Source: an optimization exercise on an open RTL-to-GDS flow (aim: small area, a short achievable clock period and few clock cycles per item). Production flows keep margins and buffers that such runs may drop.
Function was checked by simulation only, so behaviour that the tests miss may differ from the original.
Power and IR drop assume default switching activity.

// damask_px
module damask_px (
    input  wire         clk,
    input  wire         rst,         
    input  wire         start,       
    input  wire [47:0]  l16,         
    input  wire [15:0]  seam,        
    input  wire [15:0]  lscale,      
    input  wire [191:0] m,           
    input  wire [47:0]  ug,          
    input  wire [47:0]  uo,          
    input  wire [143:0] c_mat,       
    input  wire [47:0]  ga,          
    input  wire [23:0]  lgo,         
    input  wire [11:0]  cls,         
    input  wire [2:0]   pfl,         
    input  wire         dark,        
    input  wire         lowg_en,
    input  wire         dither_en,
    input  wire [1:0]   pos_u,       
    input  wire [1:0]   pos_v,       
    output reg          lg_rd,       
    output reg  [3:0]   lg_cls,      
    output reg  [5:0]   lg_idx,      
    input  wire [15:0]  lg_data,     
    output reg          done,        
    output wire [47:0]  code,        
    output reg  [2:0]   clip         
);
clock: 18.0 ns
lec_check: 0
abc_area: 1
cap_margin: 20
core_margin: 2
core_utilization: 40
cts_buf_list: sky130_fd_sc_hd__clkbuf_8
slew_margin: 20
run.sh (not shown) runs the stock make flow with config.mk's settings and CLKGATE_MAP_FILE= SYNTH_SCRIPT=/design/flow/synth_recipe.tcl, a recipe that flattens the netlist after the stock synthesis.
The first run ran to the end with no violations.
Testbench counts at the start, summed over its fixed seeds: cycles 315,254, pixels 9,600.
==> next run, changes <==
==> flow/flow/run.sh (new file) <==
#!/bin/bash
# The standard layout (standard.sh, unchanged synthesis, floorplan,
# placement, CTS and routing), with two settings changed:
#  - ORFS's timing repair aims at a 5 ns critical path: a setup slack margin
#    of 13 ns on the design's 18 ns clock;
#  - every input and output port is buffered with buf_1, the smallest buffer (the default pick
#    is a slow delay buffer).
# The clock and the constraints are the design's.
set -euo pipefail
bash standard.sh SETUP_SLACK_MARGIN=13 "BUFFER_PORTS_ARGS=-buffer_cell sky130_fd_sc_hd__buf_1" finish > layout.log 2>&1
==> flow/standard.sh (new file) <==
#!/bin/bash
# synth_recipe.tcl (not shown) runs the flow's synth.tcl, then flattens the netlist and writes it again
# the make line also repeats each setting of config.mk as NAME=value (left out here)
make -C /OpenROAD-flow-scripts/flow DESIGN_CONFIG=/design/flow/config.mk WORK_HOME=/design/flow/orfs CLKGATE_MAP_FILE= SYNTH_SCRIPT=/design/flow/synth_recipe.tcl "${@:-finish}"
CTS_CLUSTER_DIAMETER = 60   (was default)
CTS_CLUSTER_SIZE = 20   (was default)
removed: flow/run.sh
Effect:
- The changed run passed the timing, design-rule and antenna checks
- via count goes up by 0.68%
- non-clock buffer count stays the same
- setup slack gains 0.74 ns
- routed wire length goes down by 0.72%
- sequential cell count stays the same
- power is about the same
- clock skew goes up by 0.024 ns
- design area goes down by 11%
- cell count goes down by 0.88%
- synthesized cell count stays the same
==> next run, changes <==
CTS_CLUSTER_DIAMETER = 50   (was 60)
CTS_CLUSTER_SIZE = 14   (was 20)
Result: The changed run ran to the end with no violations; power rose by about 0.47%; cell count is about the same; clock-buffer cell count rose by 8; wire length hardly moves; final area barely changes; die area does not change; clock skew is about the same.


lane 1:
Another version of the RTL of damask_px (not shown whole).
Size: roughly 360 flip-flops, roughly 690 I/O pins, roughly 38,000 sq um of cells after synthesis.
clock: 18.0 ns
lec_check: 0
abc_clock_period_in_ps: 4500
cap_margin: 20
core_margin: 2
core_utilization: 40
slew_margin: 20
standard.sh (not shown) runs the stock make flow with config.mk's settings and CLKGATE_MAP_FILE= SYNTH_SCRIPT=/design/flow/synth_recipe.tcl, a recipe that flattens the netlist after the stock synthesis.
==> flow/flow/run.sh <==
#!/bin/bash
# The standard layout (standard.sh, unchanged synthesis, floorplan,
# placement, CTS and routing), with ORFS's timing repair aimed at a 5.5 ns
# critical path: a setup slack margin of 12.5 ns on the design's 18 ns
# clock.  The clock and the constraints are the design's.
set -euo pipefail
bash standard.sh SETUP_SLACK_MARGIN=12.5 finish > layout.log 2>&1
Lane 1 went all the way through synthesis, placement and routing and the layout is clean on timing, DRC and antenna.
Testbench counts of lane 1, summed over its fixed seeds: cycles 315,254, pixels 9,600.
## Diff of input files: lane 2 against lane 1
# lane 1
export LEC_CHECK = 0
export ABC_CLOCK_PERIOD_IN_PS = 4500
export CAP_MARGIN = 20
export CORE_MARGIN = 2
export CORE_UTILIZATION = 40
export SLEW_MARGIN = 20
create_clock -name core_clock -period 18.0 [get_ports {clk}]
# lane 2
export LEC_CHECK = 0
export ABC_AREA = 1
export CAP_MARGIN = 20
export CORE_MARGIN = 2
export CORE_UTILIZATION = 55
export CTS_BUF_LIST = sky130_fd_sc_hd__clkbuf_8
export SLEW_MARGIN = 20
create_clock -name core_clock -period 18.0 [get_ports {clk}]
==> flow/flow/run.sh <==
#!/bin/bash
# The standard layout (standard.sh, unchanged synthesis, floorplan,
# placement, CTS and routing), with two settings changed:
#  - ORFS's timing repair aims at a 5 ns critical path: a setup slack margin
#    of 13 ns on the design's 18 ns clock;
#  - every input and output port is buffered with buf_1, the smallest buffer (the default pick
#    is a slow delay buffer).
# The clock and the constraints are the design's.
set -euo pipefail
bash standard.sh SETUP_SLACK_MARGIN=13 "BUFFER_PORTS_ARGS=-buffer_cell sky130_fd_sc_hd__buf_1" finish > layout.log 2>&1
==> comparison <==
- Min power across lane 1 and lane 2: lane 2
- Taking lane 2 as 1.0, lane 1 lands at 0.77 on count of clock-buffer cells in the layout.
- The more densely filled core belongs to lane 2, not lane 1.
- From lane 1 to lane 2 the numbers moved as follows: clock power lost 2.7%; combinational power now sits lower.
- Lane 2 vs lane 1, critical path endpoint: bop[15] vs bop[14]


## alpha
Another version of the RTL of damask_px (not shown whole).
Size in the first run: about 360 flip-flops, about 690 I/O pins, ~32,000 µm² of cells after synthesis.
==> flow/design.v (excerpt) <==
module damask_px (
    input  wire         clk,
    input  wire         rst,         
    input  wire         start,       
    input  wire [47:0]  l16,         
    input  wire [15:0]  seam,        
    input  wire [15:0]  lscale,      
    input  wire [191:0] m,           
    input  wire [47:0]  ug,          
    input  wire [47:0]  uo,          
    input  wire [143:0] c_mat,       
    input  wire [47:0]  ga,          
    input  wire [23:0]  lgo,         
    input  wire [11:0]  cls,         
    input  wire [2:0]   pfl,         
    input  wire         dark,        
    input  wire         lowg_en,
    input  wire         dither_en,
    input  wire [1:0]   pos_u,       
    input  wire [1:0]   pos_v,       
    output reg          lg_rd,       
    output reg  [3:0]   lg_cls,      
    output reg  [5:0]   lg_idx,      
    input  wire [15:0]  lg_data,     
    output reg          done,        
    output wire [47:0]  code,        
    output reg  [2:0]   clip         
);
==> flow/config.mk <==
export PLATFORM = sky130hd
export DESIGN_NAME = damask_px
export DESIGN_NICKNAME = damask_px
export VERILOG_FILES = /design/flow/design.v
export SDC_FILE = /design/flow/constraint.sdc
export NUM_CORES = 4
export LEC_CHECK = 0
export ABC_AREA = 1
export CAP_MARGIN = 20
export CORE_MARGIN = 2
export CORE_UTILIZATION = 40
export CTS_BUF_LIST = sky130_fd_sc_hd__clkbuf_8
export SLEW_MARGIN = 20
==> flow/constraint.sdc <==
create_clock -name core_clock -period 18.0 [get_ports {clk}]
set_input_delay 3.6000 -clock core_clock [delete_from_list [all_inputs] [get_ports {clk}]]
set_output_delay 3.6000 -clock core_clock [all_outputs]
set_load 0.01 [all_outputs]
run.sh (not shown) runs the stock make flow with config.mk's settings and CLKGATE_MAP_FILE= SYNTH_SCRIPT=/design/flow/synth_recipe.tcl, a recipe that flattens the netlist after the stock synthesis.
Stock flow here: none of the scripts above is used.
The flow did not stop early for alpha: all stages ran, and the layout cleared the timing, design-rule and antenna checks.
Testbench counts of alpha, summed over its fixed seeds: cycles 315,254, pixels 9,600.
For beta, these inputs were changed with respect to alpha:
==> flow/flow/run.sh (new file) <==
#!/bin/bash
# The standard layout (standard.sh, unchanged synthesis, floorplan,
# placement, CTS and routing), with two settings changed:
#  - ORFS's timing repair aims at a 5 ns critical path: a setup slack margin
#    of 13 ns on the design's 18 ns clock;
#  - every input and output port is buffered with buf_1, the smallest buffer (the default pick
#    is a slow delay buffer).
# The clock and the constraints are the design's.
set -euo pipefail
bash standard.sh SETUP_SLACK_MARGIN=13 "BUFFER_PORTS_ARGS=-buffer_cell sky130_fd_sc_hd__buf_1" finish > layout.log 2>&1
==> flow/standard.sh (new file) <==
#!/bin/bash
# synth_recipe.tcl (not shown) runs the flow's synth.tcl, then flattens the netlist and writes it again
# the make line also repeats each setting of config.mk as NAME=value (left out here)
make -C /OpenROAD-flow-scripts/flow DESIGN_CONFIG=/design/flow/config.mk WORK_HOME=/design/flow/orfs CLKGATE_MAP_FILE= SYNTH_SCRIPT=/design/flow/synth_recipe.tcl "${@:-finish}"
removed: flow/run.sh
### Flow results
- beta -> alpha: final number of hold-violating endpoints delta 0, exact match
- From alpha to beta the numbers moved as follows: setup slack of the critical path after layout has increased, per-cell via count in the routed design has increased, number of cells on the worst reg-to-reg path has decreased.
- Between beta and alpha, sequential share of layout area is higher for beta, alpha comes in under that.
- Count of vias placed by the detailed router: beta vs alpha up about 1%
- beta gives less post-synthesis to final-layout area growth than alpha did.
- Taking alpha as the reference, in beta layout buffering overhead excluding clock cells went down, number of filler cells placed in the layout went up, number of stages on the worst setup path went down.
- Total power of the final layout: beta worse than alpha
The inputs of gamma differ from those of beta as listed below.
- an added TNS_END_PERCENT of 20
--- outcome ---
In gamma, clock power is lower than in beta. gamma closes out successfully: all stages finished, all timing, DRC and antenna checks passed. Status: number of ordinary inverters in the final layout parity (gamma, beta). Summary of gamma over beta: total met3 wirelength after detailed routing increased by 3.6% relative to the old numbers; flip-flop and latch share of the layout cell area increased by 0.28 points relative to the old numbers; total routed wire length on the met1 layer closely matched the old numbers. Between beta and gamma, the sequential power does not differ in any meaningful way.


the previous run:
RTL: one of the versions met above, not the one the previous note started from.
Size in the first run: roughly 5,000 cells after synthesis, ~690 I/O pins, ~38,000 sq um of cells after synthesis.
// damask_px
module damask_px (
    input  wire         clk,
    input  wire         rst,         
    input  wire         start,       
    input  wire [47:0]  l16,         
    input  wire [15:0]  seam,        
    input  wire [15:0]  lscale,      
    input  wire [191:0] m,           
    input  wire [47:0]  ug,          
    input  wire [47:0]  uo,          
    input  wire [143:0] c_mat,       
    input  wire [47:0]  ga,          
    input  wire [23:0]  lgo,         
    input  wire [11:0]  cls,         
    input  wire [2:0]   pfl,         
    input  wire         dark,        
    input  wire         lowg_en,
    input  wire         dither_en,
    input  wire [1:0]   pos_u,       
    input  wire [1:0]   pos_v,       
    output reg          lg_rd,       
    output reg  [3:0]   lg_cls,      
    output reg  [5:0]   lg_idx,      
    input  wire [15:0]  lg_data,     
    output reg          done,        
    output wire [47:0]  code,        
    output reg  [2:0]   clip         
);
    localparam [3:0] T_NONE = 4'd0,
                     T_G    = 4'd1,      
                     T_X    = 4'd2,      
  ...
Settings: LEC_CHECK=0, ABC_CLOCK_PERIOD_IN_PS=4500, CAP_MARGIN=20, CORE_MARGIN=2, CORE_UTILIZATION=40, SLEW_MARGIN=20; clock period 18.0 ns.
Stock flow here: none of the scripts above is used.
Testbench counts of the previous run, summed over its fixed seeds: cycles 315,254, pixels 9,600.
The inputs of the current run differ from those of the previous run as listed below.
- ABC_CLOCK_PERIOD_IN_PS: 4500 -> unset
==> flow/flow/run.sh (new file) <==
#!/bin/bash
# The standard layout (standard.sh, unchanged synthesis, floorplan,
# placement, CTS and routing), with two settings changed:
#  - ORFS's timing repair aims at a 5 ns critical path: a setup slack margin
#    of 13 ns on the design's 18 ns clock;
#  - every input and output port is buffered with buf_1, the smallest buffer (the default pick
#    is a slow delay buffer).
# The clock and the constraints are the design's.
set -euo pipefail
bash standard.sh SETUP_SLACK_MARGIN=13 "BUFFER_PORTS_ARGS=-buffer_cell sky130_fd_sc_hd__buf_1" finish > layout.log 2>&1
==> flow/standard.sh (new file) <==
#!/bin/bash
# synth_recipe.tcl (not shown) runs the flow's synth.tcl, then flattens the netlist and writes it again
# the make line also repeats each setting of config.mk as NAME=value (left out here)
make -C /OpenROAD-flow-scripts/flow DESIGN_CONFIG=/design/flow/config.mk WORK_HOME=/design/flow/orfs CLKGATE_MAP_FILE= SYNTH_SCRIPT=/design/flow/synth_recipe.tcl "${@:-finish}"
removed: flow/run.sh
--- outcome ---
The current run reports its most frequent standard cell in the layout excluding fill and tap cells as sky130_fd_sc_hd__buf_1 while the previous run reports sky130_fd_sc_hd__clkdlybuf4s50_1.
Fraction of final layout cells with drive strength greater than 1: the current run > the previous run
[compare] base=the previous run new=the current run: fraction of area in registers saw an increase, floorplan die height now sits at about the same level, wire length rose by about 0.43%, max-capacitance violation count now sits at about the same level, total power after layout went up 0.0010 W.


## run A
Starting RTL as in the previous note.
==> flow/design.v (excerpt) <==
module damask_px (
    input  wire         clk,
    input  wire         rst,         
    input  wire         start,       
    input  wire [47:0]  l16,         
    input  wire [15:0]  seam,        
    input  wire [15:0]  lscale,      
    input  wire [191:0] m,           
    input  wire [47:0]  ug,          
    input  wire [47:0]  uo,          
    input  wire [143:0] c_mat,       
    input  wire [47:0]  ga,          
    input  wire [23:0]  lgo,         
    input  wire [11:0]  cls,         
    input  wire [2:0]   pfl,         
    input  wire         dark,        
    input  wire         lowg_en,
    input  wire         dither_en,
    input  wire [1:0]   pos_u,       
    input  wire [1:0]   pos_v,       
    output reg          lg_rd,       
    output reg  [3:0]   lg_cls,      
    output reg  [5:0]   lg_idx,      
    input  wire [15:0]  lg_data,     
    output reg          done,        
    output wire [47:0]  code,        
    output reg  [2:0]   clip         
);
make LEC_CHECK=0 CAP_MARGIN=50 CORE_MARGIN=2 CORE_UTILIZATION=40 SLEW_MARGIN=70 finish   # period 18.0 ns
Stock flow here: none of the scripts above is used.
Run A has completed all stages; timing, DRC and antenna checks passed.
Testbench counts of run A, summed over its fixed seeds: cycles 315,254, pixels 9,600.
Input changes introduced in run B (baseline for comparison: run A):
Settings: CTS_BUF_LIST: unset -> sky130_fd_sc_hd__clkbuf_8; CAP_MARGIN: 50 -> 20; SLEW_MARGIN: 70 -> 20; ABC_AREA: unset -> 1.
==> flow/flow/run.sh (new file) <==
#!/bin/bash
# The standard layout (standard.sh, unchanged synthesis, floorplan,
# placement, CTS and routing), with two settings changed:
#  - ORFS's timing repair aims at a 5.2 ns critical path: a setup slack margin
#    of 12.8 ns on the design's 18 ns clock;
#  - every input and output port is buffered with buf_1, the smallest buffer (the default pick
#    is a slow delay buffer).
# The clock and the constraints are the design's.
set -euo pipefail
bash standard.sh SETUP_SLACK_MARGIN=12.8 "BUFFER_PORTS_ARGS=-buffer_cell sky130_fd_sc_hd__buf_1" finish > layout.log 2>&1
==> flow/standard.sh (new file) <==
#!/bin/bash
# synth_recipe.tcl (not shown) runs the flow's synth.tcl, then flattens the netlist and writes it again
# the make line also repeats each setting of config.mk as NAME=value (left out here)
make -C /OpenROAD-flow-scripts/flow DESIGN_CONFIG=/design/flow/config.mk WORK_HOME=/design/flow/orfs CLKGATE_MAP_FILE= SYNTH_SCRIPT=/design/flow/synth_recipe.tcl "${@:-finish}"
removed: flow/run.sh
[summary]
Comparing run B and run A, count of cell types in the netlist is higher on run A.
On run B: final-layout clock buffer total is about 45% higher than what run A gave.
Run B completed every stage of the flow, and the final layout passed the timing, design-rule and antenna checks.
Run A completed; timing, DRC and antenna clean
Detail-routed net length per standard cell, run B and run A: smaller value in run B
[compare] base=run A new=run B: combined area of the multi-input logic cells lower, share of synthesized area spent on multiplexers lower.
Going from run A to run B, minimum clock period lost 0.65 ns, final routed wirelength across all metal layers decreased by 7.7% relative to the old numbers, global placement routability congestion saw a decrease, total routing usage reported by global routing was more or less identical, final area shows a reduction of 8600 um2.
--- input diff run B..run C ---
Settings: clearing ABC_AREA, which used to be 1; putting ABC_CLOCK_PERIOD_IN_PS at 4500 where nothing was set; clearing CTS_BUF_LIST, which used to be sky130_fd_sc_hd__clkbuf_8.
==> flow/flow/run.sh <==
#!/bin/bash
# The standard layout (standard.sh, unchanged synthesis, floorplan,
# placement, CTS and routing), with two settings changed:
#  - ORFS's timing repair aims at a 4.5 ns critical path: a setup slack margin
#    of 13.5 ns on the design's 18 ns clock;
#  - every input and output port is buffered with buf_4 (the default pick
#    is a slow delay buffer).
# The clock and the constraints are the design's.
set -euo pipefail
bash standard.sh SETUP_SLACK_MARGIN=13.5 "BUFFER_PORTS_ARGS=-buffer_cell sky130_fd_sc_hd__buf_4" finish > layout.log 2>&1
Findings:
Run C reached the end of the flow, and the finished layout is clean on the timing, design-rule and antenna checks. In run C, the met3 layer wire length in the routed design came out 36% above the value in run B. Run C vs. run B: first-pass GRT wire length moved up; total power density per cell area rose by 25 nW/um2; final total power went up by about 37%; final hold slack increased 0.023 ns. Taking run B over run C, the worst supply voltage drop on vdd ratio works out to 1.09. Where leakage power total is concerned, run B is better than run C. In the tables for run B and run C, register share of total power reads lower with run C. Between run B and run C, the flow reports clock buffer count in the final layout decreasing by more than a quarter. Going from run B to run C, total core area grew by a little under 10%. On cell count, the lower figure sits with run B, not run C.

[static timing again, ports no longer ideal]
Ports are ideal in the flow. The routed layouts listed here were re-timed in OpenROAD. Step 1 assumes that a clkbuf_16 drives the clock port and a buf_2 every other input. Step 2 also shifts input and output timing later by t, the mid clock arrival at the registers, as if the neighbouring blocks saw the same clock. a / b / c = no drivers / after step 1 / after step 2; a / b = the first two.
run | shift t [ns] | setup WS [ns] | clock arrival spread, ns | worst slew at a driven data input, ns | pins driven straight from the clock port
the first run of note 1 | 0.744 | 12.293 / 12.293 / 12.049 | 0.058 / 0.059 | 0.24 | 1
the second run of note 1 | 0.739 | 13.032 / 12.961 / 12.357 | 0.082 / 0.082 | 0.23 | 1
the third run of note 1 | 0.756 | 12.976 / 12.961 / 12.410 | 0.084 / 0.085 | 0.28 | 1
lane 1 | 0.665 | 12.264 / 12.313 / 11.648 | 0.071 / 0.070 | 0.22 | 1
lane 2 | 0.800 | 12.872 / 12.911 / 12.111 | 0.054 / 0.054 | 0.28 | 1
alpha | 0.760 | 11.929 / 11.929 / 11.362 | 0.070 / 0.070 | 0.26 | 1
beta | 0.756 | 12.813 / 12.846 / 12.089 | 0.102 / 0.103 | 0.30 | 1
gamma | 0.756 | 12.745 / 12.792 / 12.036 | 0.076 / 0.077 | 0.25 | 1
the previous run | 0.649 | 11.611 / 11.611 / 11.194 | 0.059 / 0.059 | 0.23 | 1
the current run | 0.659 | 12.859 / 12.893 / 12.233 | 0.035 / 0.035 | 0.28 | 1
run A | 0.648 | 12.121 / 12.121 / 11.590 | 0.085 / 0.085 | 0.22 | 1
run B | 0.744 | 12.773 / 12.804 / 12.060 | 0.055 / 0.055 | 0.28 | 1
run C | 0.662 | 12.844 / 12.872 / 12.210 | 0.044 / 0.044 | 0.27 | 1
After both steps every run listed still meets setup and hold. The setup slack of lane 2, which loses most, moves by +0.039 ns with the drivers and by -0.761 ns with both steps.
